Source: an optimization exercise on an open RTL-to-GDS flow (aim: small area, a short achievable clock period and few clock cycles per item). Production flows keep margins and buffers that such runs may drop.
In this exercise RTL edits were held to simulation tests only and were not proved equivalent to the original.

Setup of amber:
## mpg_plan
module mpg_plan (
    input             clk,
    input             rst,
    input             start,
    input             setpos,
    input      [31:0] target,
    input      [31:0] cmd,
    input      [31:0] vstart,
    input      [31:0] a1,
    input      [31:0] vswitch,
    input      [31:0] a2,
    input      [31:0] vmax,
    input      [31:0] d2,
    input      [31:0] d1,
    input      [31:0] vstop,
    input      [31:0] soft_min,
    input      [31:0] soft_max,
    output            ready,
    output reg        done,
    output     [31:0] pos_o,
    output     [31:0] vel_o,
    output     [31:0] frac_o,
    output     [31:0] acc_o,
    output     [31:0] vlim_o,
    output     [31:0] flags_o,
    output     [31:0] dist_o,
    output            sat_o
);
    localparam M  = 4;           
    localparam NCM = 36 / M;     
    localparam C  = 8;           
    localparam [3:0] A_REST = 4'd0, A_START = 4'd1, A_ACC1 = 4'd2, A_ACC2 = 4'd3,
                     A_CRUISE = 4'd4, A_DEC2 = 4'd5, A_DEC1 = 4'd6, A_TURN = 4'd7,
                     A_ARRIVE = 4'd8, A_FREEZE = 4'd9;
  ...
==> flow/config.mk <==
export PLATFORM = sky130hd
export DESIGN_NAME = mpg_plan
export DESIGN_NICKNAME = mpg_plan
export VERILOG_FILES = /design/flow/design.v
export SDC_FILE = /design/flow/constraint.sdc
export NUM_CORES = 4
export LEC_CHECK = 0
export CAP_MARGIN = 20
export CORE_MARGIN = 2
export CORE_UTILIZATION = 25
export PLACE_DENSITY = 0.45
export SLEW_MARGIN = 20
==> flow/constraint.sdc <==
create_clock -name core_clock -period 20.0 [get_ports {clk}]
set_input_delay 4.0000 -clock core_clock [delete_from_list [all_inputs] [get_ports {clk}]]
set_output_delay 4.0000 -clock core_clock [all_outputs]
set_load 0.01 [all_outputs]
run.sh (not shown) runs the stock make flow with config.mk's settings and CLKGATE_MAP_FILE= SYNTH_SCRIPT=/design/flow/synth_recipe.tcl, a recipe that flattens the netlist after the stock synthesis.
Testbench counts of amber, summed over its fixed seeds: cycles 80,714, frames 24,000.
Edits applied to the flow inputs when going from amber to xenon:
diff --git a/flow/design.v b/flow/design.v
--- a/flow/design.v
+++ b/flow/design.v
@@ -308,25 +308,26 @@
     wire [57:0] c_tw   = c_use ? pa : 58'd0;
     wire        c_ovf  = c_use && (pa_ovf || pa_hi);
     wire [57:0] c_t0   = c_hi ? tw0 : 58'd0;
     wire        c_par  = u[0] ^ top[0] ^ ppn_r;
     wire [55:0] pdx    = pd_r ^ {56{ppn_r}};
     wire [60:0] cmpd   = {{4{pdx[55]}}, pdx, 1'b0} + {25'h1FF_FFFF, ~u} + {25'h1FF_FFFF, ~top} +
                          {3'b111, ~c_tw} + {3'b111, ~c_t0} +
                          {58'd0, 3'd4} + {60'd0, ppn_r} + {60'd0, c_par};
     wire        ok_c   = !c_ovf && !(c_hi && tw0_ovf) && !cmpd[60];
     wire        need_cru = (cand_cru != cand_acc) && (cand_cru != cand_alt);
     wire [35:0] ret_top  = (jret == 2'd1) ? cand_acc : cand_cru;
     reg         spec;
-    wire        ok_a    = spec || ok_acc;
+    wire        cmp_a   = (st == S_CMP) && (jsel == 2'd1);
+    wire        ok_a    = spec || ok_acc || cmp_a;
     wire        pp_zero = rest_r || arr_r;
     wire [35:0] pp_un  = pp_zero ? 36'd0 : ok_a ? cand_acc : ok_cru ? cand_cru : cand_alt;
     reg         le_acc, le_cru, le_alt;
     always @(posedge clk) begin
         le_acc <= (cand_acc <= vp_un);
         le_cru <= (cand_cru <= vp_un);
         le_alt <= (cand_alt <= vp_un);
     end
     wire        sp_le  = pp_zero || (ok_a ? le_acc : ok_cru ? le_cru : le_alt);
     wire        sp_pos = !ssz_r && sp_le;
     wire        pp_sel = !r_freeze && (r_sel == 3'd1 || (softv && sp_pos));
     wire [35:0] un     = r_freeze ? 36'd0 : pp_sel ? pp_un : vp_un;
@@ -538,25 +539,31 @@
                         top     <= ret_top;
                         st      <= S_SETUP;
                     end else begin
                         key    <= top;
                         key_ok <= 1'b1;
                         st     <= S_CMP;
                     end
                 end
             end
             S_CMP: begin
                 if (jsel == 2'd1) begin
                     ok_acc <= ok_c;
-                    if (!ok_c && need_cru) begin
+                    if (ok_c) begin
+                        p    <= p_nx;
+                        v    <= v_nx;
+                        u    <= u_nx;
+                        done <= 1'b1;
+                        st   <= S_IDLE;
+                    end else if (need_cru) begin
                         jsel <= 2'd2;
                         top  <= cand_cru;
                         st   <= S_SETUP;
                     end else
                         st <= S_PLAN;
                 end else begin
                     ok_cru <= ok_c;
                     st     <= S_PLAN;
                 end
             end
             S_WAIT: st <= S_PLAN;
             S_PLAN: begin
==> comparison <==
Going from amber to xenon, post-synthesis to final-layout area growth held; least setup slack across all paths after layout moved up.
amber → xenon: fmax went up by 2.4%, clock network contribution to total cell area was more or less identical.
Testbench counts of xenon, summed over its fixed seeds: cycles 78,024, frames 24,000.

[re-timing with driven ports]
The results above use ideal ports. As a check the final layouts listed here were re-extracted and re-timed, cells and wires unchanged. Step 1 sets driving cells, clkbuf_16 on the clock port and buf_2 on the other inputs (assumed; they add their load-dependent delay and slew). Step 2, shift: input delay + t, output delay - t, t = (earliest + latest rising clock arrival at the registers) / 2. This alone moves slack from input paths to output paths. Three values: ideal ports, drivers, drivers and shift; two values: the first two.
run	t, ns	setup WS [ns]	worst setup path at the end	clock arrival spread, ns	worst slew at a driven data input, ns
amber	1.069	7.310 / 7.310 / 7.310	register to register	0.083 / 0.082	0.34
xenon	1.062	7.602 / 7.602 / 7.602	register to register	0.149 / 0.148	0.35
After both steps setup and hold are still met in every run listed.
